Context: an optimization exercise on an open-source flow, tuned for small area and a short achievable clock period. The choices shown serve that exercise and are no tape-out recipe.

==> inputs of v33 <==
==> flow/design.v (excerpt) <==
module fpfma (
    input  wire        clk,
    input  wire        rst_n,
    input  wire        in_valid,
    input  wire [1:0]  in_op,
    input  wire [1:0]  in_rnd,
    input  wire        in_ftz,
    input  wire        in_canon,
    input  wire [31:0] in_a,
    input  wire [31:0] in_b,
    input  wire [31:0] in_c,
    output reg         out_valid,
    output reg  [31:0] out_result,
    output reg  [4:0]  out_flags
);
clock: 28.0 ns
lec_check: 0
abc_area: 1
cap_margin: 20
core_margin: 2
core_utilization: 45
slew_margin: 20
run.sh (not shown) runs the stock make flow with config.mk's settings and CLKGATE_MAP_FILE= SYNTH_SCRIPT=/design/flow/synth_recipe.tcl, a recipe that flattens the netlist after the stock synthesis.
==> inputs of v30, as changes to v33 <==
--- a/flow/design.v
+++ b/flow/design.v
@@ -116,42 +116,37 @@
             if (mz[q]) ztz = q;
     end
     wire          zstk = ~anchor_z & (ztz != 5'd24) & (sh_raw >= $signed({6'd0, ztz}) + (W - 23));
     wire [W+1:0] zrow0 = {1'b0, zwin, zstk};
     wire [W+1:0] zrow  = eff_sub ? ~zrow0 : zrow0;
     wire [W+1:0] s1_s, s1_c;
     fpfma_mt tree (.a(mx), .b(my), .z(zrow), .s(s1_s), .c(s1_c));
     reg         m_valid;
-    reg [51:0]  m_s;
-    reg [52:0]  m_c;
-    reg [W+1:52] m_zh;
+    reg [W+1:0] m_s, m_c;
     reg signed [10:0] m_tb;
     reg         m_sp, m_effsub, m_ftz, m_den, m_spec, m_inv;
     reg [1:0]   m_rnd;
     reg [24:0]  m_specres;
     always @(posedge clk) begin
         m_valid   <= rst_n & r_valid;
-        m_s       <= s1_s[51:0];
-        m_c       <= s1_c[52:0];
-        m_zh      <= zrow[W+1:52];
+        m_s       <= s1_s;
+        m_c       <= s1_c;
         m_tb      <= tb;
         m_sp      <= sp;
         m_effsub  <= eff_sub;
         m_ftz     <= r_ftz;
         m_den     <= den_in;
         m_spec    <= spec;
         m_inv     <= spec_inv;
         m_rnd     <= r_rnd;
         m_specres <= spec_res;
     end
-    wire [W+1:0] s2_s = {~m_zh, m_s};
-    wire [W+1:0] s2_c = {m_zh[W:52], m_c};
-    wire [W+1:0] cp_p = s2_s ^ s2_c;
-    wire [W+1:0] cp_g = s2_s & s2_c;
+    wire [W+1:0] cp_p = m_s ^ m_c;
+    wire [W+1:0] cp_g = m_s & m_c;
     reg  [W+1:0] gg, pp;    
     integer k, lv;
     always @(*) begin
         gg = cp_g;
         pp = cp_p;
         for (lv = 1; lv < 128; lv = lv * 2)
             for (k = 0; k <= W + 1; k = k + 1)
                 if ((k / lv) % 2 == 1) begin
@@ -161,19 +156,19 @@
     end
     wire [W+1:0] c0 = {gg[W:0], 1'b0};
     wire [W+1:0] c1 = {gg[W:0] | pp[W:0], 1'b1};
     wire         neg = m_effsub & (cp_p[W+1] ^ c0[W+1]);
     wire [W:0]   csel = ~m_effsub ? c0[W:0] : (neg ? ~c0[W:0] : c1[W:0]);
     wire [W:0]   mag = cp_p[W:0] ^ csel;
     wire         rsign = m_sp ^ neg;
     wire [6:0]   lim = m_tb[10] ? 7'd0 : ((m_tb > W) ? 7'd127 : m_tb[6:0]);
-    wire [6:0]   lzc_raw, tzc;
-    fpfma_lzc lz (.x(mag), .z(lzc_raw));
-    wire [6:0]   lzc = (lzc_raw > lim) ? lim : lzc_raw;
+    wire [W:0]   stopper = (lim > W) ? {(W+1){1'b0}} : ({{W{1'b0}}, 1'b1} << (W - lim));
+    wire [6:0]   lzc, tzc;
+    fpfma_lzc lz (.x(mag | stopper), .z(lzc));
     reg  [W:0]   mag_rev;
     integer r;
     always @(*) for (r = 0; r <= W; r = r + 1) mag_rev[r] = mag[W - r];
     fpfma_lzc tz (.x(mag_rev), .z(tzc));
     reg         n_valid;
     reg [W:0]   n_mag;
     reg [6:0]   n_lzc, n_tzc;
     reg signed [10:0] n_tb;
@@ -190,23 +185,17 @@
         n_ftz     <= m_ftz;
         n_den     <= m_den;
         n_spec    <= m_spec;
         n_inv     <= m_inv;
         n_rnd     <= m_rnd;
         n_specres <= m_specres;
     end
     wire         mag_zero = (n_tzc == W + 1);
-    wire [W:0]   nv6 = n_lzc[6] ? {n_mag[W-64:0], 64'd0} : n_mag;
-    wire [W:0]   nv5 = n_lzc[5] ? {nv6[W-32:0], 32'd0} : nv6;
-    wire [W:0]   nv4 = n_lzc[4] ? {nv5[W-16:0], 16'd0} : nv5;
-    wire [W:0]   nv3 = n_lzc[3] ? {nv4[W-8:0], 8'd0} : nv4;
-    wire [W:0]   nv2 = n_lzc[2] ? {nv3[W-4:0], 4'd0} : nv3;
-    wire [W:0]   nv1 = n_lzc[1] ? {nv2[W-2:0], 2'd0} : nv2;
-    wire [W:0]   nrm = n_lzc[0] ? {nv1[W-1:0], 1'd0} : nv1;
+    wire [W:0]   nrm  = n_mag << n_lzc;
     wire [23:0]  n_m  = nrm[W:W-23];
     wire         n_g  = nrm[W-24];
     wire         n_g2 = nrm[W-25];
     wire [7:0]   tzl  = {1'b0, n_tzc} + {1'b0, n_lzc};
     wire         n_st = (tzl <= W - 26);
     function rnd_inc;
         input [1:0] mode;
         input       s, lsb, g, st;
==> inputs of v6, as changes to v33 <==
==> flow/config.mk (replaced) <==
export PLATFORM = sky130hd
export DESIGN_NAME = fpfma
export DESIGN_NICKNAME = fpfma
export VERILOG_FILES = /design/flow/design.v
export SDC_FILE = /design/flow/constraint.sdc
export NUM_CORES = 4
export LEC_CHECK = 0
export ABC_AREA = 1
export CAP_MARGIN = 40
export CORE_MARGIN = 2
export CORE_UTILIZATION = 45
export SLEW_MARGIN = 60
==> comparison table <==
metric	v30	v6	v33
Outcome	finished clean	finished clean	finished clean
Post-synthesis register bit count	476	451	451
Total length of routed met3 wires	17.8 mm	15.2 mm	14.2 mm
Worst reg2reg setup slack	20.65 ns	20.62 ns	20.39 ns
Bufs w/o clock	228	229	223
Non-filler instance count after layout	8,231	7,385	7,379
Number of clock buffer instances in the layout	65	62	65
Worst Hold Launch	m_rnd[1]	m_specres[14]	m_specres[18]
Syn Inst Count	6,863	6,094	6,094
Ant diodes	4	4	6
GRT Resource Usage Total	35.9%	34.2%	34.1%
Depth of the most critical reg-to-reg path	23	24	24
Register Area	0.00953 mm^2	0.00904 mm^2	0.00903 mm^2
Fraction of area in registers	19.0%	19.2%	19.3%
Function was not checked in any run of this note: the RTL went through the layout flow alone.

re-timing with driven ports:
The flow's constraints put no driver on any port. The routed layouts listed below were extracted and timed again, unchanged, in two steps.
Step 1: set_driving_cell puts a clkbuf_16 on clk and a buf_2 on each other input, an assumption about the parent block.
Step 2 adds t to the input delays and takes it off the output delays; t is the mean of the earliest and latest rising clock arrival at the registers after step 1. Input paths then give back, and output paths get back, about the clock's delay inside the block.
Slacks: ideal / step 1 / step 2; pairs: ideal / step 1.
| run | t, ns | slack for setup (ns) | worst hold slack (ns) | worst register clock-pin slew, ns | worst data-port slew with drivers (ns) |
|---|---|---|---|---|---|
| v33 | 0.710 | 20.394 / 20.394 / 20.250 | 0.321 / 0.321 / 0.321 | 0.06 / 0.06 | 0.07 |
| v30 | 0.740 | 20.646 / 20.646 / 20.185 | 0.327 / 0.327 / 0.327 | 0.07 / 0.07 | 0.06 |
| v6 | 0.699 | 20.619 / 20.619 / 20.533 | 0.326 / 0.326 / 0.326 | 0.07 / 0.07 | 0.06 |
After both steps setup and hold are still met in every run listed. For v30, which loses most, drivers alone change the setup slack by 0.000 ns; drivers and shift together by -0.461 ns.
